Context: an optimization exercise on an open-source flow, tuned for small area, a short achievable clock period and few clock cycles per item. The choices shown serve that exercise and are no tape-out recipe. Function was checked by simulation only, so behaviour that the tests miss may differ from the original. No activity file was given, so power comes from the tool's default toggle rates.

Setup of run A:
==> flow/design.v (excerpt) <==
module rhalo_narrow (
    input  wire        clk,
    input  wire        rst,
    input  wire        in_valid,
    output wire        in_ready,
    input  wire [31:0] in_data,
    input  wire [3:0]  cfg_src,
    input  wire [3:0]  cfg_dst,
    input  wire [1:0]  cfg_rnd,
    input  wire [7:0]  cfg_es,
    input  wire [31:0] cfg_seed,
    input  wire [63:0] cfg_index,
    output wire        out_valid,
    input  wire        out_ready,
    output wire [15:0] out_t,
    output wire [24:0] out_r,
    output wire        out_esat,
    output wire        out_last,
    output wire [4:0]  out_k,
    output wire [7:0]  out_et,
    output wire        out_esc,
    output wire        out_sat,
    output wire        out_err
);
For scale: roughly 210 I/O pins, ~43,000 µm² of cells after synthesis.
==> flow/config.mk <==
export PLATFORM = sky130hd
export DESIGN_NAME = rhalo_narrow
export DESIGN_NICKNAME = rhalo_narrow
export VERILOG_FILES = /design/flow/design.v
export SDC_FILE = /design/flow/constraint.sdc
export NUM_CORES = 4
export LEC_CHECK = 0
export CAP_MARGIN = 20
export CORE_MARGIN = 2
export CORE_UTILIZATION = 65
export CTS_BUF_LIST = sky130_fd_sc_hd__clkbuf_16
export CTS_CLUSTER_DIAMETER = 100
export CTS_CLUSTER_SIZE = 25
export PLACE_DENSITY = 0.75
export SLEW_MARGIN = 20
==> flow/constraint.sdc <==
create_clock -name core_clock -period 19.0 [get_ports {clk}]
set_input_delay 3.8000 -clock core_clock [delete_from_list [all_inputs] [get_ports {clk}]]
set_output_delay 3.8000 -clock core_clock [all_outputs]
set_load 0.01 [all_outputs]
standard.sh (not shown) runs the stock make flow with config.mk's settings and CLKGATE_MAP_FILE= SYNTH_SCRIPT=/design/flow/synth_recipe.tcl, a recipe that flattens the netlist after the stock synthesis.
==> flow/flow/run.sh <==
#!/bin/bash
# Standard ORFS layout (standard synthesis unchanged). Timing repair keeps a
# setup margin so that it shortens the design's paths, and the port buffers
# are plain buffers.
set -euo pipefail
bash standard.sh SETUP_SLACK_MARGIN=14 BUFFER_PORTS_ARGS="-buffer_cell sky130_fd_sc_hd__buf_1" finish > standard.log 2>&1
Testbench counts of run A, summed over its fixed seeds: cycles 65,808, items 2,048.
Edits applied to the flow inputs when going from run A to run B:
==> flow/flow/run.sh <==
#!/bin/bash
# Standard ORFS layout (standard synthesis unchanged). Timing repair keeps a
# setup margin so that it shortens the design's paths, the port buffers are
# plain buffers, and clock tree synthesis adds no dummy loads.
set -euo pipefail
bash standard.sh SETUP_SLACK_MARGIN=14 \
  BUFFER_PORTS_ARGS="-buffer_cell sky130_fd_sc_hd__buf_1" \
  CTS_ARGS="-sink_clustering_enable -repair_clock_nets -sink_clustering_size 25 -sink_clustering_max_diameter 100 -buf_list sky130_fd_sc_hd__clkbuf_16 -dont_use_dummy_load" \
  finish > standard.log 2>&1
Results
Delta (run B minus run A): number of fillers in the final layout picked up an extra 1.1%; via count of the first global-routing pass rose 126; fmax moved up.
In the metrics for run A and run B, the one carrying the higher routed length on met3 is run A.
Run A → run B: post-layout total power lower; register share of the cell area higher; design area lower.
Of the two values seen for endpoint of the most critical setup path, out_r[8] was produced by run B and out_r[24] by run A.
Looking at run A and run B, the non-clock buffer share of cell area is a wash.
Of run A and run B, the run reporting the lower static leakage was run B.
> inputs changed (run B -> run C)
==> flow/flow/run.sh <==
#!/bin/bash
# Standard ORFS layout (standard synthesis unchanged). Timing repair keeps a
# setup margin so that it shortens the design's paths, and the port buffers
# are plain buffers. After placement, each output port buffer is moved next
# to the cell that drives it (then legalized), so that the long wire to the
# pin is driven by the buffer rather than by the register.
set -euo pipefail
ARGS=(SETUP_SLACK_MARGIN=14 BUFFER_PORTS_ARGS="-buffer_cell sky130_fd_sc_hd__buf_1")
bash standard.sh "${ARGS[@]}" place > standard_place.log 2>&1
R=$(pwd)/orfs/results/sky130hd/rhalo_narrow/base
cat > move_outbufs.tcl <<EOT
read_db $R/3_place.odb
set block [ord::get_db_block]
set moved 0
foreach inst [\$block getInsts] {
  if {![string match "output*" [\$inst getName]]} { continue }
  set net ""
  foreach it [\$inst getITerms] {
    if {[\$it isInputSignal]} { set net [\$it getNet] }
  }
  if {\$net eq ""} { continue }
  set drv [\$net getFirstOutput]
  if {\$drv eq "NULL" || \$drv eq ""} { continue }
  set loc [[\$drv getInst] getLocation]
  \$inst setLocation [lindex \$loc 0] [lindex \$loc 1]
  incr moved
}
puts "moved \$moved output buffers"
detailed_placement
check_placement -verbose
write_db $R/3_place.odb
EOT
openroad -no_init -exit move_outbufs.tcl > move_outbufs.log 2>&1
bash standard.sh "${ARGS[@]}" finish > standard.log 2>&1
### Flow results
Taking run B as the reference, in run C HPWL reported at the end of detailed placement closely matched the old numbers, post-layout total power picked up an extra about 1.1%, y dimension of the die level.
Diff run B and run C: hold slack higher in run C
The peak per-stage delay on the critical path reported for run C is smaller than that of run B by 0.05 ns.
Number of multi-input combinational cells in the layout: run B vs run C, no meaningful difference
Summary: with run B as the reference, via count in run C moved up slightly.
Run B ended up with o_r[8] as its source of the critical timing path; run C ended up with o_et[0].
[run C vs run B] cell count: higher in run C

## what the ideal ports hide
Ports are ideal in the flow. The routed layouts listed here were re-timed in OpenROAD. Step 1 (the two cells are an assumption about what drives the block):
set clk [get_ports {clk}]
set_driving_cell -lib_cell sky130_fd_sc_hd__clkbuf_16 $clk
set_driving_cell -lib_cell sky130_fd_sc_hd__buf_2 [delete_from_list [all_inputs] $clk]
Step 2, shift: input delay + t, output delay - t, t = (earliest + latest rising clock arrival at the registers) / 2. This alone moves slack from input paths to output paths. a / b / c = no drivers / after step 1 / after step 2; a / b = the first two.
| run | t (ns) | slack for setup (ns) | worst hold slack (ns) | worst data-port slew with drivers (ns) |
|---|---|---|---|---|
| run A | 0.701 | 13.923 / 13.855 / 13.473 | 0.312 / 0.312 / 0.312 | 0.08 |
| run B | 0.657 | 13.976 / 13.909 / 13.500 | 0.305 / 0.305 / 0.305 | 0.07 |
| run C | 0.696 | 13.995 / 13.929 / 13.438 | 0.311 / 0.311 / 0.311 | 0.07 |
After both steps setup and hold are still met in every run listed. For run C, which loses most, drivers alone change the setup slack by -0.066 ns; drivers and shift together by -0.557 ns.
